Source: an optimization exercise on an open RTL-to-GDS flow (aim: small area, a short achievable clock period and few clock cycles per item). Production flows keep margins and buffers that such runs may drop. In this exercise RTL edits were held to simulation tests only and were not proved equivalent to the original.

--- flow/run.sh ---
#!/bin/bash
# Layout flow: the standard layout (standard.sh: the standard synthesis,
# floorplan, placement, CTS, routing and finish, unchanged), with ORFS's
# repair_timing asked to reach 14 ns of setup slack at the design's 22 ns
# clock (SETUP_SLACK_MARGIN), so that it keeps speeding up paths that
# already meet the clock. Constraints and clock are the design's.
# All output goes to standard.log here; ORFS keeps each step's log in orfs/logs.
set -o pipefail
export SETUP_SLACK_MARGIN=14
bash standard.sh > standard.log 2>&1
--- constraint.sdc ---
create_clock -name core_clock -period 22.0 [get_ports {clk}]
set_input_delay 4.4000 -clock core_clock [delete_from_list [all_inputs] [get_ports {clk}]]
set_output_delay 4.4000 -clock core_clock [all_outputs]
set_load 0.01 [all_outputs]
--- standard.sh ---
#!/bin/bash
# synth_recipe.tcl (not shown) runs the flow's synth.tcl, then flattens the netlist and writes it again
# the make line also repeats each setting of config.mk as NAME=value (left out here)
make -C /OpenROAD-flow-scripts/flow DESIGN_CONFIG=/design/flow/config.mk WORK_HOME=/design/flow/orfs CLKGATE_MAP_FILE= SYNTH_SCRIPT=/design/flow/synth_recipe.tcl "${@:-finish}"
--- design.v ---
module fpu_norm_round (
    input  wire               sign,
    input  wire signed [9:0]  exp,
    input  wire        [31:0] sig,
    input  wire               sticky,
    output reg         [31:0] result,
    output reg                overflow,    
    output reg                underflow    
);
    wire        lim  = (exp[9:5] == 5'd0);
    wire [31:0] mark = lim ? (32'h8000_0000 >> exp[4:0]) : 32'd0;
    wire [31:0] x    = sig | mark;
    wire [15:0] z2;    
    wire [15:0] p2;    
    genvar g;
    generate
        for (g = 0; g < 16; g = g + 1) begin : l2
            assign z2[g] = !(x[2*g+1] | x[2*g]);
            assign p2[g] = !x[2*g+1];
        end
    endgenerate
    wire [7:0]  z4;
    wire [15:0] p4;
    generate
        for (g = 0; g < 8; g = g + 1) begin : l4
            assign z4[g] = z2[2*g+1] & z2[2*g];
            assign p4[2*g+1:2*g] = z2[2*g+1] ? {1'b1, p2[2*g]} : {1'b0, p2[2*g+1]};
        end
    endgenerate
    wire [3:0]  z8;
    wire [11:0] p8;
    generate
        for (g = 0; g < 4; g = g + 1) begin : l8
            assign z8[g] = z4[2*g+1] & z4[2*g];
            assign p8[3*g+2:3*g] = z4[2*g+1] ? {1'b1, p4[4*g+1:4*g]} : {1'b0, p4[4*g+3:4*g+2]};
        end
    endgenerate
    wire [1:0]  z16;
    wire [7:0]  p16;
    generate
        for (g = 0; g < 2; g = g + 1) begin : l16
            assign z16[g] = z8[2*g+1] & z8[2*g];
            assign p16[4*g+3:4*g] = z8[2*g+1] ? {1'b1, p8[6*g+2:6*g]} : {1'b0, p8[6*g+5:6*g+3]};
        end
    endgenerate
    wire [4:0]  lz = z16[1] ? {1'b1, p16[3:0]} : {1'b0, p16[7:4]};
    wire [31:0] norm = sig << lz;
    wire signed [9:0] e_n = exp + 10'sd1 - $signed({5'd0, lz});
    wire [23:0] kept  = norm[31:8];
    wire        guard = norm[7];
    wire        st    = (|norm[6:0]) | sticky;
    wire        big   = norm[31] && (e_n >= 10'sd255);
    wire [7:0]  e_field = norm[31] ? e_n[7:0] : 8'd0;
    wire [30:0] rounded = {e_field, kept[22:0]} + {30'd0, guard & (st | kept[0])};
    always @* begin
        overflow  = 1'b0;
        underflow = 1'b0;
        if (big || rounded[30:23] == 8'hFF) begin
            result   = {sign, 8'hFF, 23'd0};
            overflow = 1'b1;
        end else begin
            result    = {sign, rounded};
            underflow = (guard | st) && (rounded[30:23] == 8'd0);
        end
    end
endmodule
module lane_fpu (
    input  wire        clk,
    input  wire        rst,         
    input  wire        in_valid,
    output wire        in_ready,
    input  wire [3:0]  in_op,
    input  wire [31:0] in_wa,
    input  wire [31:0] in_wb,
    output reg         out_valid,
    output reg  [31:0] out_wa,
    output reg  [5:0]  out_arith
);
    localparam [3:0] OP_FADD   = 4'h0, OP_FSUB = 4'h1, OP_FMUL  = 4'h2,
                     OP_FDIV   = 4'h3, OP_FSQRT = 4'h4, OP_FABS = 4'h5,
                     OP_FNEG   = 4'h6, OP_ITOF = 4'h7, OP_FTOI  = 4'h8,
                     OP_FTRUNC = 4'h9, OP_FMIN = 4'hA, OP_FMAX  = 4'hB;
    localparam [2:0] Q_IDLE = 3'd0, Q_NORM = 3'd1, Q_ITER = 3'd2,
                     Q_INJ  = 3'd3, Q_MUL  = 3'd4;
    reg  [2:0]        sq_state;
    reg               sq_sqrt;      
    reg               sq_mul;       
    reg               sq_sign;
    reg signed [9:0]  sq_e;
    localparam integer KD = 3, CD = 9;
    localparam integer FR = KD * CD + 1, WW = FR + 3, QW = FR + 2;
    reg  [24:0]       sq_d;         
    reg  [WW-1:0]     sq_r;         
    reg  [WW-1:0]     sq_c;         
    reg  [QW-1:0]     sq_q;         
    reg  [QW-1:0]     sq_qm;        
    reg  [3:0]        sq_cnt;
    reg               dn1;
    wire signed [9:0] sq_e_half = (sq_e >>> 1) + 10'sd127;
    wire signed [9:0] inj_exp   = sq_sqrt ? sq_e_half : sq_e;
    reg               inj_dn;       
    reg        v0, slow0;
    reg [3:0]  op0;
    reg [31:0] a0, b0;
    assign in_ready = !slow0 && !dn1 &&
                      ((sq_state == Q_IDLE) ||
                       ((sq_state == Q_INJ || sq_state == Q_MUL) && !inj_dn));
    wire in_a_small = (in_wa[30:29] == 2'b00) && (in_wa[28:0] != 29'd0);
    wire in_b_small = (in_wb[30:29] == 2'b00) && (in_wb[28:0] != 29'd0);
    wire in_slow = (in_op == OP_FDIV) || (in_op == OP_FSQRT) ||
                   ((in_op == OP_FMUL) && (in_a_small || in_b_small));
    wire mul_ld;
    always @(posedge clk) begin
        a0  <= mul_ld ? {9'd1, sq_d[22:0]} : in_wa;
        b0  <= mul_ld ? {9'd1, sq_r[FR-3:FR-25]} : in_wb;
        op0 <= in_op;
        if (rst) begin
            v0    <= 1'b0;
            slow0 <= 1'b0;
        end else begin
            v0    <= in_valid && in_ready;
            slow0 <= in_valid && in_ready && in_slow;
        end
    end
    wire        sa = a0[31];
    wire        sb = b0[31];
    wire [7:0]  ea = a0[30:23];
    wire [7:0]  eb = b0[30:23];
    wire [22:0] fa = a0[22:0];
    wire [22:0] fb = b0[22:0];
    wire a_ez = (ea == 8'd0), b_ez = (eb == 8'd0);
    wire a_em = (ea == 8'hFF), b_em = (eb == 8'hFF);
    wire a_fz = (fa == 23'd0), b_fz = (fb == 23'd0);
    wire a_zero = a_ez && a_fz, b_zero = b_ez && b_fz;
    wire a_inf  = a_em && a_fz, b_inf  = b_em && b_fz;
    wire a_nan  = a_em && !a_fz, b_nan = b_em && !b_fz;
    wire a_snan = a_nan && !fa[22], b_snan = b_nan && !fb[22];
    wire a_small = (a0[30:29] == 2'b00) && (a0[28:0] != 29'd0);
    wire b_small = (b0[30:29] == 2'b00) && (b0[28:0] != 29'd0);
    wire [23:0] siga = {!a_ez, fa};
    wire [23:0] sigb = {!b_ez, fb};
    wire [7:0]  ea_eff = {ea[7:1], ea[0] | a_ez};
    wire [7:0]  eb_eff = {eb[7:1], eb[0] | b_ez};
    wire is_add  = (op0 == OP_FADD) || (op0 == OP_FSUB);
    wire is_mul  = (op0 == OP_FMUL);
    wire is_div  = (op0 == OP_FDIV);
    wire is_sqrt = (op0 == OP_FSQRT);
    wire is_itof = (op0 == OP_ITOF);
    wire is_cvt  = (op0 == OP_FTOI) || (op0 == OP_FTRUNC);
    wire is_mm   = (op0 == OP_FMIN) || (op0 == OP_FMAX);
    wire mag_gt = a0[30:0] > b0[30:0];
    wire mag_eq = a0[30:0] == b0[30:0];
    wire        sa_eff  = sa ^ op0[0];
    wire        eff_sub = sa_eff ^ sb;
    wire        a_big   = mag_gt && !is_cvt;
    wire [23:0] big_sig = a_big ? siga : sigb;
    wire [23:0] sml_sig = a_big ? sigb : siga;
    wire [7:0]  big_e   = a_big ? ea_eff : eb_eff;
    wire [7:0]  d_ab    = ea_eff - eb_eff;
    wire [7:0]  d_ba    = eb_eff - ea_eff;
    wire [7:0]  d_cvt   = 8'd157 - ea;
    wire [7:0]  sh_amt  = is_cvt ? d_cvt : (a_big ? d_ab : d_ba);
    wire        big_s   = a_big ? sa_eff : sb;
    wire        sh_all = (sh_amt[7:5] != 3'd0);
    wire [31:0] shx0 = {sml_sig, 8'd0};
    wire [31:0] shx1 = sh_amt[0] ? {1'b0,  shx0[31:1]}  : shx0;
    wire        sst1 = sh_amt[0] & shx0[0];
    wire [31:0] shx2 = sh_amt[1] ? {2'b0,  shx1[31:2]}  : shx1;
    wire        sst2 = sh_amt[1] & (|shx1[1:0]);
    wire [31:0] shx3 = sh_amt[2] ? {4'b0,  shx2[31:4]}  : shx2;
    wire        sst3 = sh_amt[2] & (|shx2[3:0]);
    wire [31:0] shx4 = sh_amt[3] ? {8'b0,  shx3[31:8]}  : shx3;
    wire        sst4 = sh_amt[3] & (|shx3[7:0]);
    wire [31:0] shx5 = sh_amt[4] ? {16'b0, shx4[31:16]} : shx4;
    wire        sst5 = sh_amt[4] & (|shx4[15:0]);
    wire [31:0] shy  = sh_all ? 32'd0 : shx5;
    wire        sh_st = sh_all ? (sml_sig != 24'd0) : (sst1 | sst2 | sst3 | sst4 | sst5);
    wire [32:0] add_a = {1'b0, big_sig, 8'd0};
    wire [32:0] add_b = {1'b0, shy} ^ {33{eff_sub}};
    wire [32:0] add_sum = add_a + add_b + {32'd0, eff_sub & !sh_st};
    wire [23:0] mul_x   = siga;
    wire [23:0] mul_y   = sigb;
    wire [47:0] mul_p;
    fpu_mul24 u_mul (.x(mul_x), .y(mul_y), .p(mul_p));
    wire [9:0]  mul_e   = {2'b00, ea_eff} + {2'b00, eb_eff} - 10'd127;
    wire [31:0] itof_mag = (a0 ^ {32{sa}}) + {31'd0, sa};
    wire        cvt_g   = shy[0];
    wire        cvt_rnd = (op0 == OP_FTOI) && cvt_g && (sh_st || shy[1]);
    wire [31:0] cvt_res = ({1'b0, shy[31:1]} ^ {32{sa}}) + {31'd0, sa ^ cvt_rnd};
    wire b_lt_a = (sb && !sa) || (!sb && !sa && mag_gt) || (sb && sa && !mag_gt && !mag_eq);
    wire b_gt_a = (!sb && sa) || (!sb && !sa && !mag_gt && !mag_eq) || (sb && sa && mag_gt);
    reg        k_pass;     
    reg  [2:0] k_src;      
    reg        k_sign;
    reg  [9:0] k_exp;
    reg        k_ov, k_nan, k_dz;
    reg        go_seq;
    reg  [1:0] pv_sel;     
    reg        pv_s;       
    reg        pv_e;       
    reg        pv_q;       
    reg        pv_m;       
    always @* begin
        k_pass = 1'b1;
        k_src  = 3'd4;
        k_sign = 1'b0;
        k_exp  = 10'd0;
        k_ov   = 1'b0;
        k_nan  = 1'b0;
        k_dz   = 1'b0;
        go_seq = 1'b0;
        pv_sel = 2'd0;
        pv_s   = 1'b0;
        pv_e   = 1'b0;
        pv_q   = 1'b0;
        pv_m   = 1'b0;
        case (op0)
            OP_FADD, OP_FSUB: begin
                if (a_nan || b_nan) begin
                    pv_e = 1'b1; pv_q = 1'b1;
                    k_nan = a_snan || b_snan;
                end else if (a_inf && b_inf && eff_sub) begin
                    pv_e = 1'b1; pv_q = 1'b1;
                    k_nan = 1'b1;
                end else if (b_inf) begin
                    pv_sel = 2'd2;
                end else if (a_inf) begin
                    pv_s = sa_eff; pv_e = 1'b1;
                end else begin
                    k_pass = 1'b0;
                    k_src  = 3'd0;
                    k_sign = (eff_sub && mag_eq) ? 1'b0 : big_s;
                    k_exp  = {2'b00, big_e};
                end
            end
            OP_FMUL: begin
                if (a_nan || b_nan) begin
                    pv_e = 1'b1; pv_q = 1'b1;
                    k_nan = a_snan || b_snan;
                end else if ((a_inf && b_zero) || (b_inf && a_zero)) begin
                    pv_e = 1'b1; pv_q = 1'b1;
                    k_nan = 1'b1;
                end else if (a_inf || b_inf) begin
                    pv_s = sa ^ sb; pv_e = 1'b1;
                end else if (a_zero || b_zero) begin
                    pv_s = sa ^ sb;
                end else if (a_small || b_small) begin
                    go_seq = 1'b1;
                end else begin
                    k_pass = 1'b0;
                    k_src  = 3'd1;
                    k_sign = sa ^ sb;
                    k_exp  = mul_e;
                end
            end
            OP_FDIV: begin
                if (a_nan || b_nan) begin
                    pv_e = 1'b1; pv_q = 1'b1;
                    k_nan = a_snan || b_snan;
                end else if ((a_zero && b_zero) || (a_inf && b_inf)) begin
                    pv_e = 1'b1; pv_q = 1'b1;
                    k_nan = 1'b1;
                end else if (b_inf) begin
                    pv_s = sa ^ sb; pv_e = 1'b1;
                end else if (a_zero) begin
                    pv_s = sa ^ sb; pv_e = 1'b1;
                    k_dz = 1'b1;
                end else if (a_inf || b_zero) begin
                    pv_s = sa ^ sb;
                end else begin
                    go_seq = 1'b1;
                end
            end
            OP_FSQRT: begin
                if (a_nan) begin
                    pv_e = 1'b1; pv_q = 1'b1;
                    k_nan = a_snan;
                end else if (a_zero) begin
                    pv_sel = 2'd1; pv_s = sa;
                end else if (sa) begin
                    pv_e = 1'b1; pv_q = 1'b1;
                    k_nan = 1'b1;
                end else if (a_inf) begin
                    pv_sel = 2'd1; pv_s = sa;
                end else begin
                    go_seq = 1'b1;
                end
            end
            OP_FABS: begin
                pv_sel = 2'd1; pv_s = 1'b0;
            end
            OP_FNEG: begin
                pv_sel = 2'd1; pv_s = !sa;
            end
            OP_ITOF: begin
                k_pass = 1'b0;
                k_src  = 3'd2;
                k_sign = sa;
                k_exp  = 10'd157;
            end
            OP_FTOI, OP_FTRUNC: begin
                if (a_nan) begin
                    k_nan = 1'b1;
                end else if (ea >= 8'd158) begin
                    if (a0 == 32'hCF00_0000) begin
                        pv_s = 1'b1;
                    end else begin
                        pv_s = sa; pv_e = !sa; pv_q = !sa; pv_m = !sa;
                        k_ov = 1'b1;
                    end
                end else begin
                    k_src = 3'd3;
                end
            end
            OP_FMIN, OP_FMAX: begin
                if (a_nan && b_nan) begin
                    pv_e = 1'b1; pv_q = 1'b1;
                    k_nan = a_snan || b_snan;
                end else if (b_nan) begin
                    pv_sel = 2'd1; pv_s = sa;
                    k_nan = b_snan;
                end else if (a_nan) begin
                    pv_sel = 2'd2;
                    k_nan = a_snan;
                end else if (op0[0] ? b_gt_a : b_lt_a) begin
                    pv_sel = 2'd2;
                end else begin
                    pv_sel = 2'd1; pv_s = sa;
                end
            end
            default: begin
                pv_sel = 2'd1; pv_s = sa;
            end
        endcase
    end
    wire [31:0] pv_const = {pv_s, {8{pv_e}}, pv_q, {22{pv_m}}};
    wire [31:0] pass_val = (pv_sel == 2'd1) ? {pv_s, a0[30:0]} :
                           (pv_sel == 2'd2) ? b0 : pv_const;
    reg  [31:0] e1_sig;
    reg         e1_st;
    always @* begin
        case (k_src)
            3'd0:    begin e1_sig = add_sum[32:1];  e1_st = add_sum[0] | sh_st; end
            3'd1:    begin e1_sig = mul_p[47:16];   e1_st = |mul_p[15:0];      end
            3'd2:    begin e1_sig = itof_mag;       e1_st = 1'b0;              end
            3'd3:    begin e1_sig = cvt_res;        e1_st = 1'b0;              end
            default: begin e1_sig = pass_val;       e1_st = 1'b0;              end
        endcase
    end
    wire [WW-1:0] dvd = {{(WW-FR+23){1'b0}}, sq_d[23:0]} << (FR - 24);
    reg  [WW-1:0] dv_s [0:KD];
    reg  [WW-1:0] dv_c [0:KD];
    reg  [QW-1:0] dv_q [0:KD];
    reg  [QW-1:0] dv_m [0:KD];
    reg  [QW-1:0] dv_o [0:KD];
    reg  [WW-1:0] dys, dyc, dfp, dfn, dfv, dsum, dcar;
    reg  [3:0]    dest;
    reg           dpos, dzero;
    integer       k;
    always @* begin
        dv_s[0] = sq_r;
        dv_c[0] = sq_c;
        dv_q[0] = sq_q;
        dv_m[0] = sq_qm;
        dv_o[0] = {QW{1'b0}};
        for (k = 0; k < CD; k = k + 1)
            if (sq_cnt == k) dv_o[0][FR - 1 - KD * k] = 1'b1;
        for (k = 0; k < KD; k = k + 1) begin
            dys   = {dv_s[k][WW-2:0], 1'b0};
            dyc   = {dv_c[k][WW-2:0], 1'b0};
            dest  = dys[WW-1:WW-4] + dyc[WW-1:WW-4];
            dpos  = !dest[3];
            dzero = (dest == 4'b1111);
            if (sq_sqrt) begin
                dfp = {1'b0, dv_q[k]} | {2'b0, dv_o[k][QW-1:1]};
                dfn = {1'b0, dv_m[k]} | {1'b0, dv_o[k]} | {2'b0, dv_o[k][QW-1:1]};
            end else begin
                dfp = dvd;
                dfn = dvd;
            end
            dfv   = dpos ? ~dfp : (dzero ? {WW{1'b0}} : dfn);
            dsum  = dys ^ dyc ^ dfv;
            dcar  = (dys & dyc) | (dys & dfv) | (dyc & dfv);
            dv_s[k+1] = dsum;
            dv_c[k+1] = {dcar[WW-2:0], dpos};
            dv_q[k+1] = dpos  ? (dv_q[k] | dv_o[k]) :
                        dzero ? dv_q[k] : (dv_m[k] | dv_o[k]);
            dv_m[k+1] = dpos  ? dv_q[k] :
                        dzero ? (dv_m[k] | dv_o[k]) : dv_m[k];
            dv_o[k+1] = {1'b0, dv_o[k][QW-1:1]};
        end
    end
    wire [WW-1:0] dw   = sq_r + sq_c;
    wire          dneg = dw[WW-1];
    wire [QW-1:0] dqf  = dneg ? sq_qm : sq_q;
    wire [WW-1:0] dcor = sq_sqrt ? {1'b0, sq_qm[QW-1:1], 1'b1} : dvd;
    wire          dst  = dneg ? (dw != ({WW{1'b0}} - dcor)) : (dw != {WW{1'b0}});
    wire d_norm = sq_sqrt ? (!sq_d[24] && (!sq_d[23] || sq_e[0])) : !sq_d[23];
    wire r_norm = !sq_sqrt && !sq_r[FR-2];
    assign mul_ld = (sq_state == Q_NORM) && sq_mul && !(d_norm || r_norm);
    wire seq_out = (sq_state == Q_INJ) || (sq_state == Q_MUL);
    wire ld_norm = is_div ? (a_ez || b_ez) :
                   is_sqrt ? (a_ez || !ea_eff[0]) : 1'b1;
    wire signed [9:0] ld_e = is_div ? ($signed({2'b00, eb_eff}) - $signed({2'b00, ea_eff}) + 10'sd127) :
                             is_mul ? $signed(mul_e) : ($signed({2'b00, ea_eff}) - 10'sd127);
    always @(posedge clk) begin
        if (rst) begin
            sq_state <= Q_IDLE;
        end else begin
            case (sq_state)
                Q_IDLE:
                    if (v0 && go_seq)
                        sq_state <= ld_norm ? Q_NORM : (is_mul ? Q_MUL : Q_ITER);
                Q_NORM:
                    if (!(d_norm || r_norm))
                        sq_state <= sq_mul ? Q_MUL : Q_ITER;
                Q_ITER:
                    if (sq_cnt == CD - 1) sq_state <= Q_INJ;
                default:     
                    sq_state <= Q_IDLE;
            endcase
        end
    end
    always @(posedge clk) begin
        case (sq_state)
            Q_IDLE: begin
                sq_sqrt <= is_sqrt;
                sq_mul  <= is_mul;
                sq_sign <= is_sqrt ? 1'b0 : (sa ^ sb);
                sq_d    <= {1'b0, siga};
                sq_r    <= is_sqrt ? ({{(WW-24){1'b0}}, siga} << (FR - 26)) :
                                     ({{(WW-24){1'b0}}, sigb} << (FR - 25));
                sq_c    <= is_sqrt ? ({WW{1'b1}} << (FR - 1)) : {WW{1'b0}};
                sq_q    <= is_sqrt ? ({{(QW-1){1'b0}}, 1'b1} << FR) : {QW{1'b0}};
                sq_qm   <= is_sqrt ? {QW{1'b0}} : ({QW{1'b1}} << FR);
                sq_cnt  <= 4'd0;
                sq_e    <= ld_e;
                inj_dn  <= !is_sqrt && (ld_e < 10'sd1);
            end
            Q_NORM: begin
                if (d_norm) sq_d <= {sq_d[23:0], 1'b0};
                if (r_norm) sq_r <= {sq_r[WW-2:0], 1'b0};
                else if (sq_sqrt) sq_r <= {{(WW-25){1'b0}}, sq_d} << (FR - 26);
                if (sq_mul)
                    sq_e <= sq_e - {9'd0, d_norm} - {9'd0, r_norm};
                else if (sq_sqrt)
                    sq_e <= sq_e - {9'd0, d_norm};
                else
                    sq_e <= sq_e + {9'd0, d_norm} - {9'd0, r_norm};
                inj_dn <= !sq_sqrt && (sq_e < 10'sd1);
            end
            Q_ITER: begin
                sq_r  <= dv_s[KD];
                sq_c  <= dv_c[KD];
                sq_q  <= dv_q[KD];
                sq_qm <= dv_m[KD];
                sq_cnt <= sq_cnt + 4'd1;
            end
            default: ;
        endcase
    end
    reg               v1, pass1, sign1, ov1, nan1, dz1, st1;
    reg signed [9:0]  exp1;
    reg        [31:0] sig1;
    wire dn_flush = exp1 <= -10'sd26;
    always @(posedge clk) begin
        if (rst) begin
            v1  <= 1'b0;
            dn1 <= 1'b0;
        end else if (dn1) begin
            dn1 <= !dn_flush && (exp1 < 10'sd0);
        end else if (seq_out) begin
            v1  <= 1'b1;
            dn1 <= inj_dn;
        end else begin
            v1  <= v0 && !go_seq;
        end
    end
    always @(posedge clk) begin
        if (dn1) begin
            if (dn_flush) begin
                sig1 <= 32'd0;
                st1  <= st1 | (sig1 != 32'd0);
                exp1 <= 10'sd1;
            end else begin
                sig1 <= {1'b0, sig1[31:1]};
                st1  <= st1 | sig1[0];
                exp1 <= exp1 + 10'sd1;
            end
        end else if (seq_out) begin
            pass1 <= 1'b0;
            sign1 <= sq_sign;
            ov1   <= 1'b0;
            nan1  <= 1'b0;
            dz1   <= 1'b0;
            exp1  <= inj_exp;
            if (sq_mul) begin
                sig1 <= mul_p[47:16];
                st1  <= |mul_p[15:0];
            end else begin
                sig1 <= {1'b0, dqf[FR-1:FR-28], 3'd0};
                st1  <= dst;
            end
        end else begin
            pass1 <= k_pass;
            sign1 <= k_sign;
            ov1   <= k_ov;
            nan1  <= k_nan;
            dz1   <= k_dz;
            exp1  <= $signed(k_exp);
            sig1  <= e1_sig;
            st1   <= e1_st;
        end
    end
    wire        fpu_ovf, fpu_unf;
    wire [31:0] fpu_res;
    fpu_norm_round u_round (
        .sign      (sign1),
        .exp       (exp1),
        .sig       (sig1),
        .sticky    (st1),
        .result    (fpu_res),
        .overflow  (fpu_ovf),
        .underflow (fpu_unf)
    );
    always @(posedge clk) begin
        if (rst) begin
            out_valid <= 1'b0;
        end else begin
            out_valid <= v1 && !dn1;
        end
        out_wa    <= pass1 ? sig1 : fpu_res;
        out_arith <= {dz1, nan1, !pass1 & fpu_unf, !pass1 & fpu_ovf, 1'b0, ov1};
    end
endmodule
module fpu_mul24 (
    input  wire [23:0] x,
    input  wire [23:0] y,
    output wire [47:0] p
);
    wire [26:0] yy = {2'b00, y, 1'b0};
    reg  [47:0] acc;
    reg  [24:0] m;
    reg         one, two, neg;
    integer     i;
    always @* begin
        acc = 48'h0 - 48'd187649973288960;     
        for (i = 0; i < 13; i = i + 1) begin
            one = yy[2*i+1] ^ yy[2*i];
            two = (yy[2*i+2] & ~yy[2*i+1] & ~yy[2*i]) | (~yy[2*i+2] & yy[2*i+1] & yy[2*i]);
            neg = yy[2*i+2] & ~(yy[2*i+1] & yy[2*i]);
            m   = one ? {1'b0, x} : (two ? {x, 1'b0} : 25'd0);
            m   = m ^ {25{neg}};
            acc = acc + ({22'd0, ~neg, m} << (2*i)) + ({47'd0, neg} << (2*i));
        end
    end
    assign p = acc;
endmodule
--- config.mk ---
export PLATFORM = sky130hd
export DESIGN_NAME = lane_fpu
export DESIGN_NICKNAME = lane_fpu
export VERILOG_FILES = /design/flow/design.v
export SDC_FILE = /design/flow/constraint.sdc
export NUM_CORES = 4
export LEC_CHECK = 0
export CAP_MARGIN = 20
export CORE_MARGIN = 2
export CORE_UTILIZATION = 45
export SLEW_MARGIN = 20
==> results of run 1 <==
[routing by layer]
metal | part of all wire | vias up | GRT usage
li1 | - | 25200 | -
met1 | 0.38 | 28700 | 0.524
met2 | 0.42 | 4422 | 0.602
met3 | 0.13 | 1047 | 0.134
met4 | 0.074 | 22 | 0.252
met5 | 0.00059 | - | 0
[how the worst max path moves through the flow]
stage	start	depth (start not counted)	endpoint
2_1_floorplan	a0[26]$_SDFF_PP0_	33	sig1[30]$_DFF_P_
3_3_place_gp	sq_r[27]$_DFFE_PP_	33	sq_r[3]$_DFFE_PP_
3_5_place_dp	sq_c[27]$_DFFE_PP_	33	sq_r[3]$_DFFE_PP_
4_1_cts	a0[23]$_SDFF_PP1_	33	sig1[26]$_DFF_P_
5_1_grt	b0[25]$_SDFF_PP0_	32	sig1[29]$_DFF_P_
6_report	b0[18]$_DFF_P_	31	sig1[29]$_DFF_P_
[timing repair]
item                       in CTS  in global routing
pin swaps                     105                123
setup endpoints to repair     178                108
cloned                         26                  5
gates resized for setup       372                199
buffers inserted              130                 69
[through the flow]
stage	area [um2]	instances	util
after global routing	65000	8619	0.527
final	65000	8626	0.527
after detailed placement	58400	8312	0.473
after floorplan	55900	6974	-
after global placement	58300	8312	0.473
after CTS	63500	8544	0.515
[area by class of cell]
cell class	instances	area, um2	area share
Antenna cell	7	17.5	0.000269
Clock buffer	58	1250	0.0192
Clock inverter	18	174	0.00267
Inverter	383	1510	0.0232
Multi-Input combinational cell	5685	46200	0.710
Sequential cell	325	8320	0.128
Tap cell	1637	2050	0.0315
Timing Repair Buffer	513	5540	0.0852
[cells in the final DEF, fill, tap and decap left out, drive strengths merged, types with 52 or more instances in the layout]
master         instances
fa                   339
a221oi                86
a22oi                315
ha                   367
xor2                 161
o31ai                 54
mux2                  85
nor2b                 79
inv                  377
o21ai                363
nor3                 145
a21o                  56
nand2b                52
nand3                155
a21oi                447
and3                  70
nor2                 525
nor4                  59
clkdlybuf4s50        109
nand2                615
buf                  374
xnor2                485
clkbuf                64
dfxtp                156
a31oi                 84
mux2i                298
a211oi               133
edfxtp               169
nand4                 68
[critical path, delay by kind of cell (launching register included)]
kind | cells | cell delay [ns]
AOI/OAI and AO/OA | 13 | 2.93
xor gates and xnor gates | 2 | 0.37
adders and majority gates | 7 | 3.03
buffers and inverters | 5 | 0.63
DFF | 1 | 0.49
and+or+nand+nor | 4 | 0.53
[logic make-up after synthesis]
group           after synthesis  synth area share
fa+ha+maj                   706             0.204
mux                         388            0.0728
buf+inv                     967            0.0673
simple gates               1952             0.166
xor+xnor                    646             0.102
other cells                   1         0.0000673
compound gates             1989             0.241
flops                       325             0.147
[flip-flops by register name, indices dropped and copies added, names as in the netlist, 3 cells and up]
name	cells
sq_r	31
sq_qm	30
out_wa	32
sq_e	10
b0	32
sq_cnt	4
sq_state	3
op0	4
sig1	32
sq_q	30
sq_d	25
out_arith	5
exp1	10
sq_c	30
a0	32
==> summary.md, run 1 <==
| Metric | Value |
|---|---|
| Clock sinks | 325 |
| Io pins | 111 |
| Final number of hold-violating endpoints | 0 |
| Worst-margin pin slew | 1.24 ns |
| Drc violations | 0 |
| Largest net degree at the start of global routing | 143 |
| Initial antenna violation count | 17 |
| Final net count | 7,726 |
| Main synth FF type | edfxtp_1 |
| Fin crit share | 0.370 |
| Syn Inst Count | 6,974 |
| # rows | 129 |
| Clock-pin slew on the worst setup and hold paths | 0.06 ns |
| R2r worst-path depth | 31 |
| Via Count | 59,400 |
| Slew margin rel. | 0.166 |
| Root buffer cell | clkbuf_16 |
| GRT Total Usage | 0.412 |
| WS Path Type | reg -> reg |
| Hold endpoint | out_arith[0]$_DFF_P_ |
| I/O Buffers | 109 |
| Most frequent cell on the critical path | fa_1 |
| Setup WS pre-CTS | 11.22 ns |
| Most frequent cell after synthesis | nand2_1 |
| Worst Hold Class | reg -> reg |
| Max clock buf depth | 3 |
| Avg Cell Area, Syn | 7.99 um2 |
| Mapped Area | 55,700 um2 |
| Critical R2R Capture | sig1[29]$_DFF_P_ |
| Initial DRC count | 8,469 |
| Die H | 356 um |
| Setup repair after global routing missed its margin | true |
| Max Cap Viol | 0 |
| Fin crit period | 8.15 ns |
| Post-route ant nets | 0 |
| Slew Limit Fails | 0 |
| Hold_ws | 0.339 ns |
| HP Start | ov1$_SDFFCE_PP0N_ |
| CTS Hold Bufs | 0 |
| Synth Warn # | 8 |
| Gpl congestion | 1.07 |
| Post-synthesis net count | 7,751 |
| Finish-stage setup viols | 0 |
| CTS H-tree lvls | 2 |
| Top-area cell type share of the netlist area | 0.122 |
| DPL Wire Length | 188,000 um |
| Flop-to-flop setup slack | 13.85 ns |
| Worst-Skew Late Latency | 0.62 ns |
| Synth top area cells | fa_1 12%, edfxtp_1 9.1%, ha_1 8.2% |
| Worst r2r src | b0[18]$_DFF_P_ |
| Crit path max fanout | 8 |
| Share of cells above drive strength 1 | 0.148 |
| Die Wd | 356 um |
| Asr flop ratio synth | 0 |
| DRT Pass-1 Iters | 8 |
| CTS tree | built |
| Die ar. | 127,000 um2 |
| Fmax | 0.123 GHz |
| Fillers | 11,600 |
| Syn-to-layout area delta | 16.7% |
| CP Data Arrival Time | 8.62 ns |
| Synth top cells by count | 612 x nand2_1, 523 x nor2_1, 485 x xnor2_1 |
| Status | timing/DRC/antenna clean |
| Worst Setup End Kind | register |
| Worst setup margin | 13.85 ns |
| Sequential element share of the synthesized area | 0.147 |
| Crit path largest cell delay | 0.53 ns |
| Setup TNS | 0 ns |
| EDFF count, synth | 169 |
| Vias in the first global route | 56,000 |
| Unique cell type count in the Yosys netlist | 111 |
| #FFs+latches synth | 325 |
| Clk_skew | 0.0436 ns |
| Largest area contributor in the netlist | fa_1 |
| Avg Vias per Cell | 6.89 |
| Initial Util | 0.452 |
| Core Region | 123,000 um2 |
| Hold path cells | 0 |
| Wirelength, routed | 272,000 um |
| Critical Path RT | 22.47 ns |
| WL per Instance | 31.5 um |
| Num CTS Buffers | 41 |
| Startpoint Class | register |
| First-pass GRT wire length | 389,000 um |
| Slowest cell on crit path | fa_1 |
| Grt ovf | 0 |
Testbench counts, summed over its fixed seeds: cycles 43,259, items 24,000.
==> inputs of run 2 (changes only) <==
--- a/design.v
+++ b/design.v
@@ -2,4 +2,5 @@
     input  wire               sign,
     input  wire signed [9:0]  exp,
+    input  wire               lim,         
     input  wire        [31:0] sig,
     input  wire               sticky,
@@ -8,5 +9,4 @@
     output reg                underflow    
 );
-    wire        lim  = (exp[9:5] == 5'd0);
     wire [31:0] mark = lim ? (32'h8000_0000 >> exp[4:0]) : 32'd0;
     wire [31:0] x    = sig | mark;
@@ -101,4 +101,5 @@
     reg               inj_dn;       
     reg        v0, slow0;
+    reg        a_nz0, b_nz0;    
     reg [3:0]  op0;
     reg [31:0] a0, b0;
@@ -115,4 +116,6 @@
         b0  <= mul_ld ? {9'd1, sq_r[FR-3:FR-25]} : in_wb;
         op0 <= in_op;
+        a_nz0 <= mul_ld || (in_wa[30:23] != 8'd0);
+        b_nz0 <= mul_ld || (in_wb[30:23] != 8'd0);
         if (rst) begin
             v0    <= 1'b0;
@@ -129,5 +132,5 @@
     wire [22:0] fa = a0[22:0];
     wire [22:0] fb = b0[22:0];
-    wire a_ez = (ea == 8'd0), b_ez = (eb == 8'd0);
+    wire a_ez = !a_nz0, b_ez = !b_nz0;
     wire a_em = (ea == 8'hFF), b_em = (eb == 8'hFF);
     wire a_fz = (fa == 23'd0), b_fz = (fb == 23'd0);
@@ -462,4 +465,5 @@
     reg               v1, pass1, sign1, ov1, nan1, dz1, st1;
     reg signed [9:0]  exp1;
+    reg               lim1;    
     reg        [31:0] sig1;
     wire dn_flush = exp1 <= -10'sd26;
@@ -483,8 +487,10 @@
                 st1  <= st1 | (sig1 != 32'd0);
                 exp1 <= 10'sd1;
+                lim1 <= 1'b1;
             end else begin
                 sig1 <= {1'b0, sig1[31:1]};
                 st1  <= st1 | sig1[0];
                 exp1 <= exp1 + 10'sd1;
+                lim1 <= 1'b1;
             end
         end else if (seq_out) begin
@@ -495,4 +501,5 @@
             dz1   <= 1'b0;
             exp1  <= inj_exp;
+            lim1  <= (inj_exp[9:5] == 5'd0);
             if (sq_mul) begin
                 sig1 <= mul_p[47:16];
@@ -509,4 +516,5 @@
             dz1   <= k_dz;
             exp1  <= $signed(k_exp);
+            lim1  <= (k_exp[9:5] == 5'd0);
             sig1  <= e1_sig;
             st1   <= e1_st;
@@ -518,4 +526,5 @@
         .sign      (sign1),
         .exp       (exp1),
+        .lim       (lim1),
         .sig       (sig1),
         .sticky    (st1),
==> summary.md, run 2 <==
| Metric | Value |
|---|---|
| Status | timing/DRC/antenna clean |
| Crit path depth | 33 (+6.5%) |
| Post-route ant nets | 0 (unchanged) |
| Initial DRC count | 9,853 (+16%) |
| Final number of hold-violating endpoints | 0 (unchanged) |
| Startpoint Class | register |
| Finish-stage setup viols | 0 (unchanged) |
| Syn Inst Count | 6,866 (-1.5%) |
| Max Cap Viol | 0 (unchanged) |
| WL per Instance | 30.6 um (-2.9%) |
| Die ar. | 124,000 um2 (-2.3%) |
| Grt ovf | 0 (unchanged) |
| First-pass GRT wire length | 370,000 um (-4.8%) |
| Worst Hold Class | reg -> reg |
| EDFF count, synth | 169 (unchanged) |
| Largest net degree at the start of global routing | 146 (+2.1%) |
| Hold path cells | 0 (unchanged) |
| # rows | 127 (-1.6%) |
| Sequential element share of the synthesized area | 0.152 (+0.00453) |
| WS Path Type | reg -> reg |
| Root buffer cell | clkbuf_16 |
| Clock-pin slew on the worst setup and hold paths | 0.06 ns (about the same) |
| Die Wd | 352 um (-1.1%) |
| Most common cell after layout, fill and taps aside | nand2_1 |
| Crit path max fanout | 10 (+2) |
| Setup TNS | 0 ns (unchanged) |
| Fillers | 11,400 (-1.7%) |
| Initial Util | 0.454 (+0.00201) |
| Most frequent cell after synthesis | nand2_1 |
| Worst path bufs/invs | 6 (+1) |
| Crit path largest cell delay | 0.57 ns (+0.04 ns) |
| Synth Warn # | 8 (unchanged) |
| Die H | 352 um (-1.1%) |
| Avg Cell Area, Syn | 7.93 um2 (-0.74%) |
| Vias in the first global route | 53,300 (-4.8%) |
| R2r worst-path depth | 33 (+6.5%) |
| Slew margin rel. | 0.238 (+0.0723) |
| Asr flop ratio synth | 0 (unchanged) |
| Main synth FF type | edfxtp_1 |
| Core Region | 120,000 um2 (-2.7%) |
| Register area | 8360 um2 (+0.41%) |
| Share of cells above drive strength 1 | 0.147 (-0.000562) |
| #FFs+latches synth | 328 (+0.92%) |
| Post-synthesis net count | 7,644 (-1.4%) |
| Largest area contributor in the netlist | fa_1 |
| Final net count | 7,638 (-1.1%) |
| Worst-Skew Late Latency | 0.65 ns (+0.03 ns) |
| Area occupied by multi-input gates | 44,700 um2 (-3.3%) |
| Critical Path RT | 22.47 ns (about the same) |
| Commonest cells after routing, fill and taps aside | 631 x nand2_1, 548 x nor2_1, 490 x a21oi_1 |
| CP Data Arrival Time | 8.51 ns (-0.11 ns) |
| Num CTS Buffers | 41 (unchanged) |
| Slowest cell on crit path | fa_2 |
| Wirelength, routed | 260,000 um (-4.2%) |
| Top Family by Delay on Critical Path | adder cells |
| GRT Total Usage | 0.404 (-0.00790) |
| Avg Vias per Cell | 6.79 (-1.4%) |
| Unique cell type count in the Yosys netlist | 115 (+3.6%) |
| Slew Limit Fails | 0 (unchanged) |
| DPL Wire Length | 181,000 um (-3.4%) |
| Setup repair after global routing missed its margin | true |
| Gpl congestion | 1.07 (about the same) |
| Syn-to-layout area delta | 16.5% |
| Fin crit period | 8.04 ns (-0.109 ns) |
| Drc violations | 0 (unchanged) |
| CTS H-tree lvls | 2 (unchanged) |
| CTS tree | built |
| Initial antenna violation count | 15 (-2) |
| Top-area cell type share of the netlist area | 0.125 (+0.00321) |
| Clk_skew | 0.0594 ns (+0.0158 ns) |
| DRT Pass-1 Iters | 7 (-1) |
| Fin crit share | 0.365 (-0.00497) |
| Via Count | 57,700 (-2.8%) |
| Worst Setup End Kind | register |
| Fmax | 0.124 GHz (+1.4%) |
| I/O Buffers | 109 (unchanged) |
| Clock sinks | 328 (+0.92%) |
| Synth top cells by count | 642 x nand2_1, 577 x nor2_1, 528 x a21oi_1 |
| Synth top area cells | fa_1 12%, edfxtp_1 9.3%, ha_1 8.4% |
| Max clock buf depth | 3 (unchanged) |
| Worst-margin pin slew | 1.14 ns (-0.0979 ns) |
| Mapped Area | 54,500 um2 (-2.3%) |
| Flop-to-flop setup slack | 13.96 ns (+0.11 ns) |
| Io pins | 111 (unchanged) |
## run 2: through the flow
stage,cells,cell area (um2),hold slack (ns),worst slack (ns),util
after global routing,8505,63500,0.352,13.74,0.529
after floorplan,6866,54600,0.323,14.00,-
after detailed placement,8194,56900,0.328,10.56,0.475
after global placement,8194,56900,0.327,10.72,0.475
final,8507,63500,0.337,13.96,0.529
after CTS,8403,61200,0.339,13.99,0.510
## run 2: layout make-up
type                       count  share of cell area
antenna                        2           0.0000789
clock buffer                  52              0.0181
clock inverter                24             0.00448
inverter                     394              0.0252
multi-input combinational   5587               0.704
sequential                   328               0.132
tap                         1612              0.0318
timing repair buffer         508              0.0848
## run 2: cell families (layout without fill, tap and decap cells)
group	Yosys count	in the layout	synth area share
multiplexers	328	328	0.0654
XOR/XNOR	638	638	0.103
buffers and inverters	953	978	0.0681
flip-flops	328	328	0.152
AO/OA/AOI/OAI	1921	1921	0.233
other	1	3	0.0000689
AND/OR/NAND/NOR	1990	1992	0.170
adder cells (fa/ha/maj)	707	707	0.209
## run 2: worst paths after layout
path | startpoint | end
worst max-delay path | b0[9]$_DFF_P_ | sig1[29]$_DFF_P_
worst max register to register | b0[9]$_DFF_P_ | sig1[29]$_DFF_P_
worst min-delay path | nan1$_SDFFCE_PP0N_ | out_arith[4]$_DFF_P_
worst min register to register | nan1$_SDFFCE_PP0N_ | out_arith[4]$_DFF_P_
## run 2: layer usage
layer | vias to the layer above | GRT usage | share of wire
li1 | 24600 | - | -
met1 | 27800 | 0.546 | 0.38
met2 | 4443 | 0.580 | 0.41
met3 | 894 | 0.126 | 0.14
met4 | 20 | 0.196 | 0.062
met5 | - | 0 | 0.00069
## run 2: timing repair
| action | 4_1_cts | 5_1_grt |
|---|---|---|
| gates cloned | 23 | 9 |
| hold buffers | 0 | 0 |
| pin swaps | 68 | 144 |
| endpoints found under the setup margin | 180 | 103 |
| resized for setup | 358 | 279 |
| buffers inserted | 110 | 92 |
Testbench counts of run 2, summed over its fixed seeds: cycles 43,259, items 24,000.
==> inputs of run 3 (changes only) <==
--- a/design.v
+++ b/design.v
@@ -96,4 +96,5 @@
     reg  [QW-1:0]     sq_qm;        
     reg  [3:0]        sq_cnt;
+    reg               sq_pre;       
     reg               dn1;
     wire signed [9:0] sq_e_half = (sq_e >>> 1) + 10'sd127;
@@ -369,4 +370,5 @@
         for (k = 0; k < CD; k = k + 1)
             if (sq_cnt == k) dv_o[0][FR - 1 - KD * k] = 1'b1;
+        if (sq_pre) dv_o[0] = {1'b0, dv_o[0][QW-1:1]};
         for (k = 0; k < KD; k = k + 1) begin
             dys   = {dv_s[k][WW-2:0], 1'b0};
@@ -404,7 +406,12 @@
     wire seq_out = (sq_state == Q_INJ) || (sq_state == Q_MUL);
     wire ld_norm = is_div ? (a_ez || b_ez) :
-                   is_sqrt ? (a_ez || !ea_eff[0]) : 1'b1;
+                   is_sqrt ? a_ez : 1'b1;
+    wire              dv_pre = is_div && !ld_norm;
+    wire              dv_ge  = (fb >= fa);
+    wire [24:0]       dv_x   = dv_ge ? {1'b0, sigb} : {sigb, 1'b0};
+    wire signed [9:0] ld_e2;
     wire signed [9:0] ld_e = is_div ? ($signed({2'b00, eb_eff}) - $signed({2'b00, ea_eff}) + 10'sd127) :
                              is_mul ? $signed(mul_e) : ($signed({2'b00, ea_eff}) - 10'sd127);
+    assign ld_e2 = ld_e - {9'd0, (dv_pre && !dv_ge) || (is_sqrt && !ea_eff[0])};
     always @(posedge clk) begin
         if (rst) begin
@@ -419,5 +426,5 @@
                         sq_state <= sq_mul ? Q_MUL : Q_ITER;
                 Q_ITER:
-                    if (sq_cnt == CD - 1) sq_state <= Q_INJ;
+                    if (sq_cnt == (sq_pre ? CD - 2 : CD - 1)) sq_state <= Q_INJ;
                 default:     
                     sq_state <= Q_IDLE;
@@ -432,12 +439,24 @@
                 sq_sign <= is_sqrt ? 1'b0 : (sa ^ sb);
                 sq_d    <= {1'b0, siga};
-                sq_r    <= is_sqrt ? ({{(WW-24){1'b0}}, siga} << (FR - 26)) :
-                                     ({{(WW-24){1'b0}}, sigb} << (FR - 25));
-                sq_c    <= is_sqrt ? ({WW{1'b1}} << (FR - 1)) : {WW{1'b0}};
-                sq_q    <= is_sqrt ? ({{(QW-1){1'b0}}, 1'b1} << FR) : {QW{1'b0}};
-                sq_qm   <= is_sqrt ? {QW{1'b0}} : ({QW{1'b1}} << FR);
+                sq_pre  <= dv_pre;
+                if (is_sqrt) begin
+                    sq_r  <= {{(WW-24){1'b0}}, siga} << (ea_eff[0] ? FR - 26 : FR - 25);
+                    sq_c  <= {WW{1'b1}} << (FR - 1);
+                    sq_q  <= {{(QW-1){1'b0}}, 1'b1} << FR;
+                    sq_qm <= {QW{1'b0}};
+                end else if (dv_pre) begin
+                    sq_r  <= ({{(WW-25){1'b0}}, dv_x} << (FR - 24)) | {{(WW-1){1'b0}}, 1'b1};
+                    sq_c  <= ~({{(WW-24){1'b0}}, siga} << (FR - 24));
+                    sq_q  <= {{(QW-1){1'b0}}, 1'b1} << (FR - 1);
+                    sq_qm <= {QW{1'b0}};
+                end else begin
+                    sq_r  <= {{(WW-24){1'b0}}, sigb} << (FR - 25);
+                    sq_c  <= {WW{1'b0}};
+                    sq_q  <= {QW{1'b0}};
+                    sq_qm <= {QW{1'b1}} << FR;
+                end
                 sq_cnt  <= 4'd0;
-                sq_e    <= ld_e;
-                inj_dn  <= !is_sqrt && (ld_e < 10'sd1);
+                sq_e    <= ld_e2;
+                inj_dn  <= !is_sqrt && (ld_e2 < 10'sd1);
             end
             Q_NORM: begin
==> summary.md, run 3 <==
| Metric | Value |
|---|---|
| Wirelength, routed | 308,000 um (+18%) |
| Register area | 8420 um2 (+0.75%) |
| Synth top cells by count | 636 x nand2_1, 581 x nor2_1, 577 x a21oi_1 |
| Fin crit period | 8.08 ns (+0.0457 ns) |
| Syn Inst Count | 7,392 (+7.7%) |
| Fmax | 0.124 GHz (-0.57%) |
| Clk_skew | 0.0510 ns (-0.00847 ns) |
| Startpoint Class | register |
| Critical Path RT | 22.52 ns (+0.05 ns) |
| Main synth FF type | edfxtp_1 |
| Worst Setup SP | a0[14]$_DFF_P_ |
| First-pass GRT wire length | 430,000 um (+16%) |
| Slowest cell on crit path | buf_4 |
| Setup repair after global routing missed its margin | true |
| Synth Warn # | 8 (unchanged) |
| Mapped Area | 57,900 um2 (+6.3%) |
| CTS H-tree lvls | 2 (unchanged) |
| Io pins | 111 (unchanged) |
| # rows | 131 (+3.1%) |
| EDFF count, synth | 171 (+1.2%) |
| Initial antenna violation count | 17 (+2) |
| Most frequent cell on the critical path | fa_1 |
| Core Region | 128,000 um2 (+6.3%) |
| Worst-Skew Late Latency | 0.69 ns (+0.04 ns) |
| CP Data Arrival Time | 8.60 ns (+0.09 ns) |
| Ant diodes | 0 (-2) |
| #FFs+latches synth | 330 (+0.61%) |
| HP Start | ov1$_SDFFCE_PP0N_ |
| CTS tree | built |
| Slew Limit Fails | 0 (unchanged) |
| I/O Buffers | 109 (unchanged) |
| Largest net degree at the start of global routing | 77 (-47%) |
| Hold path cells | 0 (unchanged) |
| Die H | 363 um (+3.1%) |
| Die ar. | 131,000 um2 (+6.2%) |
| Fin crit share | 0.367 (+0.00208) |
| Max Cap Viol | 0 (unchanged) |
| GRT Total Usage | 0.445 (+0.0413) |
| Avg Cell Area, Syn | 7.83 um2 (-1.3%) |
| Finished Layout Cells | 9,112 (+7.1%) |
| Worst r2r src | a0[14]$_DFF_P_ |
| Asr flop ratio synth | 0 (unchanged) |
| R2r worst-path depth | 33 (unchanged) |
| Fillers | 12,100 (+6.2%) |
| Area occupied by multi-input gates | 48,100 um2 (+7.8%) |
| Syn-to-layout area delta | 17.9% |
| WL per Instance | 33.8 um (+10%) |
| CTS Hold Bufs | 0 (unchanged) |
| Commonest cells after routing, fill and taps aside | 624 x nand2_1, 550 x nor2_1, 536 x a21oi_1 |
| Status | timing/DRC/antenna clean |
| DPL Wire Length | 211,000 um (+16%) |
| Worst Hold Class | reg -> reg |
| Avg Vias per Cell | 7.02 (+3.5%) |
| Via Count | 64,000 (+11%) |
| Finish-stage setup viols | 0 (unchanged) |
| Root buffer cell | clkbuf_16 |
| Share of cells above drive strength 1 | 0.156 (+0.00888) |
| Unique cell type count in the Yosys netlist | 120 (+4.3%) |
| Worst Setup End Kind | register |
| Placed cell count | 8,727 (+6.5%) |
| Largest area contributor in the netlist | fa_1 |
| Crit path largest cell delay | 0.59 ns (+0.02 ns) |
| Setup TNS | 0 ns (unchanged) |
| Hold endpoint | out_arith[0]$_DFF_P_ |
| Initial Util | 0.454 (about the same) |
| Post-synthesis net count | 8,196 (+7.2%) |
| DRT Pass-1 Iters | 7 (unchanged) |
| Post-route ant nets | 0 (unchanged) |
| Most frequent cell after synthesis | nand2_1 |
| Final net count | 8,218 (+7.6%) |
| Critical R2R Capture | sig1[28]$_DFF_P_ |
| Crit path max fanout | 33 (+23) |
| Vias in the first global route | 59,700 (+12%) |
| Grt ovf | 0 (unchanged) |
| Final number of hold-violating endpoints | 0 (unchanged) |
| Flop-to-flop setup slack | 13.92 ns (-0.05 ns) |
| Most common cell after layout, fill and taps aside | nand2_1 |
| Top-area cell type share of the netlist area | 0.118 (-0.00668) |
| Clock sinks | 330 (+0.61%) |
| Slew margin rel. | 0.127 (-0.112) |
| Clock-pin slew on the worst setup and hold paths | 0.06 ns (about the same) |
| Synth top area cells | fa_1 12%, edfxtp_1 8.9%, ha_1 8.5% |
| Initial DRC count | 10,400 (+5.6%) |
| WS Path Type | reg -> reg |
| Die Wd | 363 um (+3.1%) |
| Drc violations | 0 (unchanged) |
| Worst-margin pin slew | 1.27 ns (+0.133 ns) |
| Max clock buf depth | 3 (unchanged) |
| Num CTS Buffers | 45 (+9.8%) |
| Sequential element share of the synthesized area | 0.144 (-0.00791) |
| Gpl congestion | 1.07 (-0.14%) |
## run 3: per-layer routing
layer  share of wire  vias to the layer above  track usage
met2            0.39                     5183        0.621
met5         0.00069                        -      0.00407
met1            0.38                    30800        0.587
met4           0.081                       24        0.282
li1                -                    26800            -
met3            0.15                     1204        0.144
## run 3: metrics by stage
stage	area, um2	hold WS [ns]	util	setup slack, ns
2_1_floorplan	58200	0.323	-	14.01
5_1_grt	68300	0.352	0.535	13.65
3_5_place_dp	60500	0.328	0.475	11.64
3_3_place_gp	60500	0.326	0.475	11.89
6_report	68300	0.342	0.535	13.92
4_1_cts	66300	0.342	0.520	13.98
## run 3: worst max path at each step
stage	end	slack, ns
3_3_place_gp	sig1[31]$_SDFF_PP0_	11.89
5_1_grt	sig1[28]$_DFF_P_	13.65
2_1_floorplan	sq_r[7]$_DFFE_PP_	14.01
6_report	sig1[28]$_DFF_P_	13.92
3_5_place_dp	sig1[31]$_SDFF_PP0_	11.64
4_1_cts	sig1[31]$_SDFF_PP0_	13.98
## run 3: timing repair
action | 4_1_cts | 5_1_grt
resized for setup | 419 | 219
pin swaps | 148 | 162
setup buffers | 160 | 94
setup endpoints to repair | 181 | 120
cloned | 35 | 11
## run 3: logic make-up (layout without fill, tap and decap cells)
logic type | count (synthesis) | after routing | synth area share
muxes | 285 | 285 | 0.0525
buffers and inverters | 1052 | 1100 | 0.0709
and+or+nand+nor | 2064 | 2070 | 0.167
adders and majority gates | 733 | 733 | 0.203
DFF | 330 | 330 | 0.144
other | 1 | 1 | 0.0000648
xor gates and xnor gates | 669 | 669 | 0.101
AOI/OAI and AO/OA | 2258 | 2262 | 0.261
## run 3: layout make-up
| class | count | area share |
|---|---|---|
| Inverter | 418 | 0.0239 |
| Timing Repair Buffer | 599 | 0.0937 |
| Sequential cell | 330 | 0.123 |
| Clock buffer | 62 | 0.0191 |
| Multi-Input combinational cell | 6020 | 0.705 |
| Tap cell | 1662 | 0.0305 |
| Clock inverter | 21 | 0.00412 |
## run 3: critical path: cells and delay by family (launching register included)
family                     cells  cell delay [ns]
adders and majority gates      7             2.75
buffers and inverters          4             0.72
AOI/OAI and AO/OA             18             3.67
xor gates and xnor gates       1             0.15
DFF                            1             0.32
and+or+nand+nor                3             0.27
Testbench counts of run 3, summed over its fixed seeds: cycles 41,408, items 24,000.
==> inputs of run 4 (changes only) <==
--- a/design.v
+++ b/design.v
@@ -370,5 +370,4 @@
         for (k = 0; k < CD; k = k + 1)
             if (sq_cnt == k) dv_o[0][FR - 1 - KD * k] = 1'b1;
-        if (sq_pre) dv_o[0] = {1'b0, dv_o[0][QW-1:1]};
         for (k = 0; k < KD; k = k + 1) begin
             dys   = {dv_s[k][WW-2:0], 1'b0};
@@ -405,21 +404,37 @@
     assign mul_ld = (sq_state == Q_NORM) && sq_mul && !(d_norm || r_norm);
     wire seq_out = (sq_state == Q_INJ) || (sq_state == Q_MUL);
-    wire ld_norm = is_div ? (a_ez || b_ez) :
-                   is_sqrt ? a_ez : 1'b1;
-    wire              dv_pre = is_div && !ld_norm;
-    wire              dv_ge  = (fb >= fa);
-    wire [24:0]       dv_x   = dv_ge ? {1'b0, sigb} : {sigb, 1'b0};
+    wire [7:0]  i_ea     = in_wa[30:23];
+    wire [7:0]  i_eb     = in_wb[30:23];
+    wire        i_a_nz   = (i_ea != 8'd0);
+    wire        i_b_nz   = (i_eb != 8'd0);
+    wire [23:0] i_siga   = {i_a_nz, in_wa[22:0]};
+    wire [23:0] i_sigb   = {i_b_nz, in_wb[22:0]};
+    wire [7:0]  i_ea_eff = {i_ea[7:1], i_ea[0] | !i_a_nz};
+    wire [7:0]  i_eb_eff = {i_eb[7:1], i_eb[0] | !i_b_nz};
+    wire        i_div    = (in_op == OP_FDIV);
+    wire        i_sqrt   = (in_op == OP_FSQRT);
+    wire        i_mul    = (in_op == OP_FMUL);
+    wire ld_norm = i_div ? (!i_a_nz || !i_b_nz) :
+                   i_sqrt ? !i_a_nz : 1'b1;
+    wire              dv_pre = i_div && !ld_norm;
+    wire              dv_ge  = (in_wb[22:0] >= in_wa[22:0]);
+    wire [24:0]       dv_x   = dv_ge ? {1'b0, i_sigb} : {i_sigb, 1'b0};
     wire signed [9:0] ld_e2;
-    wire signed [9:0] ld_e = is_div ? ($signed({2'b00, eb_eff}) - $signed({2'b00, ea_eff}) + 10'sd127) :
-                             is_mul ? $signed(mul_e) : ($signed({2'b00, ea_eff}) - 10'sd127);
-    assign ld_e2 = ld_e - {9'd0, (dv_pre && !dv_ge) || (is_sqrt && !ea_eff[0])};
+    wire signed [9:0] ld_e = i_div ? ($signed({2'b00, i_eb_eff}) - $signed({2'b00, i_ea_eff}) + 10'sd127) :
+                             i_mul ? ($signed({2'b00, i_ea_eff}) + $signed({2'b00, i_eb_eff}) - 10'sd127) :
+                                     ($signed({2'b00, i_ea_eff}) - 10'sd127);
+    assign ld_e2 = ld_e - {9'd0, (dv_pre && !dv_ge) || (i_sqrt && !i_ea_eff[0])};
+    wire seq_start = in_valid && in_ready && in_slow;
+    wire seq_abort = v0 && slow0 && !go_seq;
     always @(posedge clk) begin
         if (rst) begin
             sq_state <= Q_IDLE;
+        end else if (seq_start) begin
+            sq_state <= ld_norm ? Q_NORM : Q_ITER;
+        end else if (seq_abort) begin
+            sq_state <= Q_IDLE;
         end else begin
             case (sq_state)
-                Q_IDLE:
-                    if (v0 && go_seq)
-                        sq_state <= ld_norm ? Q_NORM : (is_mul ? Q_MUL : Q_ITER);
+                Q_IDLE: ;
                 Q_NORM:
                     if (!(d_norm || r_norm))
@@ -433,13 +448,12 @@
     end
     always @(posedge clk) begin
-        case (sq_state)
-            Q_IDLE: begin
-                sq_sqrt <= is_sqrt;
-                sq_mul  <= is_mul;
-                sq_sign <= is_sqrt ? 1'b0 : (sa ^ sb);
-                sq_d    <= {1'b0, siga};
+        if (seq_start) begin
+                sq_sqrt <= i_sqrt;
+                sq_mul  <= i_mul;
+                sq_sign <= i_sqrt ? 1'b0 : (in_wa[31] ^ in_wb[31]);
+                sq_d    <= {1'b0, i_siga};
                 sq_pre  <= dv_pre;
-                if (is_sqrt) begin
-                    sq_r  <= {{(WW-24){1'b0}}, siga} << (ea_eff[0] ? FR - 26 : FR - 25);
+                if (i_sqrt) begin
+                    sq_r  <= {{(WW-24){1'b0}}, i_siga} << (i_ea_eff[0] ? FR - 26 : FR - 25);
                     sq_c  <= {WW{1'b1}} << (FR - 1);
                     sq_q  <= {{(QW-1){1'b0}}, 1'b1} << FR;
@@ -447,9 +461,9 @@
                 end else if (dv_pre) begin
                     sq_r  <= ({{(WW-25){1'b0}}, dv_x} << (FR - 24)) | {{(WW-1){1'b0}}, 1'b1};
-                    sq_c  <= ~({{(WW-24){1'b0}}, siga} << (FR - 24));
-                    sq_q  <= {{(QW-1){1'b0}}, 1'b1} << (FR - 1);
+                    sq_c  <= ~({{(WW-24){1'b0}}, i_siga} << (FR - 24));
+                    sq_q  <= {{(QW-1){1'b0}}, 1'b1} << FR;      
                     sq_qm <= {QW{1'b0}};
                 end else begin
-                    sq_r  <= {{(WW-24){1'b0}}, sigb} << (FR - 25);
+                    sq_r  <= {{(WW-24){1'b0}}, i_sigb} << (FR - 25);
                     sq_c  <= {WW{1'b0}};
                     sq_q  <= {QW{1'b0}};
@@ -458,6 +472,7 @@
                 sq_cnt  <= 4'd0;
                 sq_e    <= ld_e2;
-                inj_dn  <= !is_sqrt && (ld_e2 < 10'sd1);
-            end
+                inj_dn  <= !i_sqrt && (ld_e2 < 10'sd1);
+        end else begin
+        case (sq_state)
             Q_NORM: begin
                 if (d_norm) sq_d <= {sq_d[23:0], 1'b0};
@@ -481,4 +496,5 @@
             default: ;
         endcase
+        end
     end
     reg               v1, pass1, sign1, ov1, nan1, dz1, st1;
@@ -525,5 +541,5 @@
                 st1  <= |mul_p[15:0];
             end else begin
-                sig1 <= {1'b0, dqf[FR-1:FR-28], 3'd0};
+                sig1 <= sq_pre ? {1'b0, dqf[FR:FR-27], 3'd0} : {1'b0, dqf[FR-1:FR-28], 3'd0};
                 st1  <= dst;
             end
==> summary.md, run 4 <==
| Metric | Value |
|---|---|
| Setup repair after global routing missed its margin | true |
| Critical-path cell list | clkdlybuf4s50_1 > ha_1 > a21o_1 > a21o_1 > a21oi_1 > o21ai_2 > a21o_1 > a21o_1 > a21o_1 > a21oi_4 > nor3_4 > a211oi_4 > buf_12 > nand2_4 > o21ai_2 > ha_2 > ha_4 > buf_4 > xor2_2 > nand3_1 > nor4_2 > a41oi_2 > o32ai_1 |
| Gpl congestion | 1.05 (-1.2%) |
| WS Path Type | in -> reg |
| Asr flop ratio synth | 0 (unchanged) |
| Length of routed wiring on met1 | 99,200 um (-15%) |
| Die ar. | 130,000 um2 (-1.2%) |
| Syn-to-layout area delta | 15.5% |
| Post-Route Utilization | 0.524 (-0.0109) |
| Worst Setup End Kind | register |
| Root buffer cell | clkbuf_16 |
| #FFs+latches synth | 330 (unchanged) |
| Grt ovf | 0 (unchanged) |
| Synth top area cells | fa_1 12%, ha_1 9.0%, edfxtp_1 8.7% |
| Share of cells above drive strength 1 | 0.122 (-0.0339) |
| Fin crit share | 0.366 (-0.00110) |
| Critical Path RT | 22.47 ns (-0.05 ns) |
| Placed cell count | 8,625 (-1.2%) |
| Status | timing/DRC/antenna clean |
| Vias in the first global route | 57,800 (-3.1%) |
| CTS H-tree lvls | 2 (unchanged) |
| Crit path max fanout | 6 (-82%) |
| Final Instance Area | 66,000 um2 (-3.3%) |
| Met3 WL | 31,100 um (-31%) |
| Io pins | 111 (unchanged) |
| Most common cell after layout, fill and taps aside | nand2_1 |
| Final net count | 8,035 (-2.2%) |
| Fillers | 12,000 (-0.89%) |
| Clock-pin slew on the worst setup and hold paths | 0.07 ns (about the same) |
| Fin crit period | 8.06 ns (-0.0242 ns) |
| # rows | 130 (-0.76%) |
| Wirelength, routed | 269,000 um (-13%) |
| Syn Inst Count | 7,260 (-1.8%) |
| Largest area contributor in the netlist | fa_1 |
| Finished Layout Cells | 8,896 (-2.4%) |
| Synth Warn # | 8 (unchanged) |
| Drc violations | 0 (unchanged) |
| Via Count | 60,200 (-5.9%) |
| Max clock buf depth | 3 (unchanged) |
| Startpoint Class | primary input |
| Clk_skew | 0.0477 ns (-0.00332 ns) |
| Metal2 WL | 114,000 um (-5.6%) |
| Mapped Area | 57,200 um2 (-1.2%) |
| Core Region | 126,000 um2 (-1.3%) |
| Synth top cells by count | 683 x nand2_1, 530 x nor2_1, 529 x a21oi_1 |
| Worst path bufs/invs | 3 (-1) |
| Max Cap Viol | 0 (unchanged) |
| Initial antenna violation count | 13 (-4) |
| Avg Vias per Cell | 6.77 (-3.6%) |
| I/O Buffers | 109 (unchanged) |
| Initial Util | 0.454 (about the same) |
| Slew margin rel. | 0.251 (+0.124) |
| Final number of hold-violating endpoints | 0 (unchanged) |
| First-pass GRT wire length | 388,000 um (-9.8%) |
| WL per Instance | 30.2 um (-11%) |
| DRT Pass-1 Iters | 8 (+1) |
| Slew Limit Fails | 0 (unchanged) |
| Commonest cells after routing, fill and taps aside | 670 x nand2_1, 504 x nor2_1, 500 x inv_1 |
| Placed Area | 59,900 um2 (-1.0%) |
| Sequential element share of the synthesized area | 0.145 (+0.000845) |
| Crit path largest cell delay | 0.58 ns (about the same) |
| Initial DRC count | 7,577 (-27%) |
| Slowest cell on crit path | clkdlybuf4s50_1 |
| Setup TNS | 0 ns (unchanged) |
| Worst Hold Class | reg -> reg |
| DPL Wire Length | 186,000 um (-12%) |
| Die Wd | 360 um (-0.59%) |
| Main synth FF type | edfxtp_1 |
| Most frequent cell on the critical path | a21o_1 |
| Finish-stage setup viols | 0 (unchanged) |
| CP Data Arrival Time | 8.53 ns (-0.07 ns) |
| Die H | 360 um (-0.59%) |
| CTS tree | built |
| Clock sinks | 330 (unchanged) |
| Fmax | 0.124 GHz (+0.30%) |
| Worst-Skew Late Latency | 0.68 ns (about the same) |
| Top Family by Delay on Critical Path | compound AO/OA/AOI/OAI gates |
| GRT Total Usage | 0.393 (-0.0516) |
| Post-synthesis net count | 8,087 (-1.3%) |
| EDFF count, synth | 166 (-2.9%) |
| Num CTS Buffers | 44 (-2.2%) |
| Largest net degree at the start of global routing | 85 (+10%) |
| Avg Cell Area, Syn | 7.88 um2 (+0.61%) |
| Post-route ant nets | 0 (unchanged) |
| Most frequent cell after synthesis | nand2_1 |
| Highest Signal Layer | met5 |
| Worst-margin pin slew | 1.12 ns (-0.152 ns) |
| Top-area cell type share of the netlist area | 0.120 (+0.00212) |
| Unique cell type count in the Yosys netlist | 116 (-3.3%) |
## run 4: per-stage QoR
stage	worst slack (ns)	hold WS (ns)
floorplan	13.86	0.323
global placement	11.32	0.329
detailed placement	11.34	0.332
CTS	13.96	0.342
global route	13.75	0.353
finish	13.94	0.340
## run 4: cells by family after synthesis
family          share of synthesized area
flops                               0.145
simple gates                        0.164
other cells                     0.0000656
fa+ha+maj                           0.211
mux                                0.0609
buf+inv                            0.0735
xor+xnor                            0.106
compound gates                      0.240
## run 4: area by class of cell
class / count / area [um2] / share of cell area
clock buffers: 59 / 1320 / 0.0200
repair inverters: 1 / 11.3 / 0.000171
clock inverters: 23 / 214 / 0.00324
repair buffers: 470 / 5240 / 0.0794
diodes: 2 / 5.00 / 0.0000758
multi-input cells: 5836 / 46700 / 0.708
inverters: 525 / 2070 / 0.0314
flip-flops and latches: 330 / 8370 / 0.127
well taps: 1650 / 2060 / 0.0313
## run 4: final timing paths
| check | from | end | slack [ns] | depth (start not counted) |
|---|---|---|---|---|
| setup / recovery | in_wb[7] | inj_dn$_DFFE_PP_ | 13.94 | 23 |
| hold / removal | nan1$_SDFFCE_PP0N_ | out_arith[4]$_DFF_P_ | 0.34 | 0 |
| setup reg to reg | b0[1]$_DFF_P_ | sig1[7]$_DFF_P_ | 13.96 | 27 |
| hold reg to reg | nan1$_SDFFCE_PP0N_ | out_arith[4]$_DFF_P_ | 0.34 | 0 |
## run 4: routing by layer
| layer | vias up | track usage |
|---|---|---|
| met5 | - | 0 |
| li1 | 25900 | - |
| met1 | 28900 | 0.491 |
| met2 | 4162 | 0.601 |
| met3 | 1214 | 0.0930 |
| met4 | 16 | 0.270 |
## run 4: worst reg2reg max path: stages (launching register included)
cell and delay, ns:
dfxtp_4 0.35, buf_12 0.13, ha_4 0.23, buf_12 0.14, a21oi_4 0.14, buf_4 0.18
clkbuf_16 0.17, a22oi_1 0.08, xor2_1 0.18, fa_1 0.49, inv_1 0.05, fa_1 0.49
inv_1 0.05, fa_1 0.48, fa_1 0.52, fa_1 0.53, ha_1 0.36, ha_4 0.29
and2_4 0.17, a221oi_4 0.34, nand2_1 0.16, a21o_1 0.23, a21o_1 0.20, xor2_1 0.21
a221o_1 0.39, a221oi_1 0.67, o221ai_1 0.35, a32o_1 0.34
## run 4: what timing repair did
action,CTS,global route
resized for setup,373,248
gates cloned,24,18
pin swaps,74,143
buffers inserted,73,71
hold buffers,0,0
endpoints found under the setup margin,385,158
Testbench counts of run 4, summed over its fixed seeds: cycles 39,558, items 24,000.

==> separate check: timing with driven ports <==
The results above use ideal ports. As a check the final layouts listed here were re-extracted and re-timed, cells and wires unchanged.
Step 1: set_driving_cell puts a clkbuf_16 on clk and a buf_2 on each other input, an assumption about the parent block.
Step 2 moves the port delays by t, midway between the first and last clock arrival at a register: inputs arrive t later, outputs are due t later. That takes back most of the time a late clock gives input paths.
Slacks: no drivers / after step 1 / after step 2; pairs: no drivers / after step 1.
| run | shift t [ns] | slack for setup (ns) | worst hold slack (ns) | worst setup path after step 2 | cell pins on the clock port's net |
|---|---|---|---|---|---|
| run 1 | 0.678 | 13.853 / 13.853 / 13.853 | 0.339 / 0.339 / 0.339 | register to register | 1 |
| run 2 | 0.695 | 13.963 / 13.963 / 13.653 | 0.337 / 0.337 / 0.337 | input to register | 1 |
| run 3 | 0.726 | 13.917 / 13.917 / 13.917 | 0.342 / 0.342 / 0.342 | register to register | 1 |
| run 4 | 0.726 | 13.941 / 13.957 / 13.241 | 0.340 / 0.340 / 0.340 | input to register | 1 |
After both steps setup and hold are still met in every run listed. The setup slack of run 4, which loses most, moves by +0.016 ns with the drivers and by -0.700 ns with both steps.
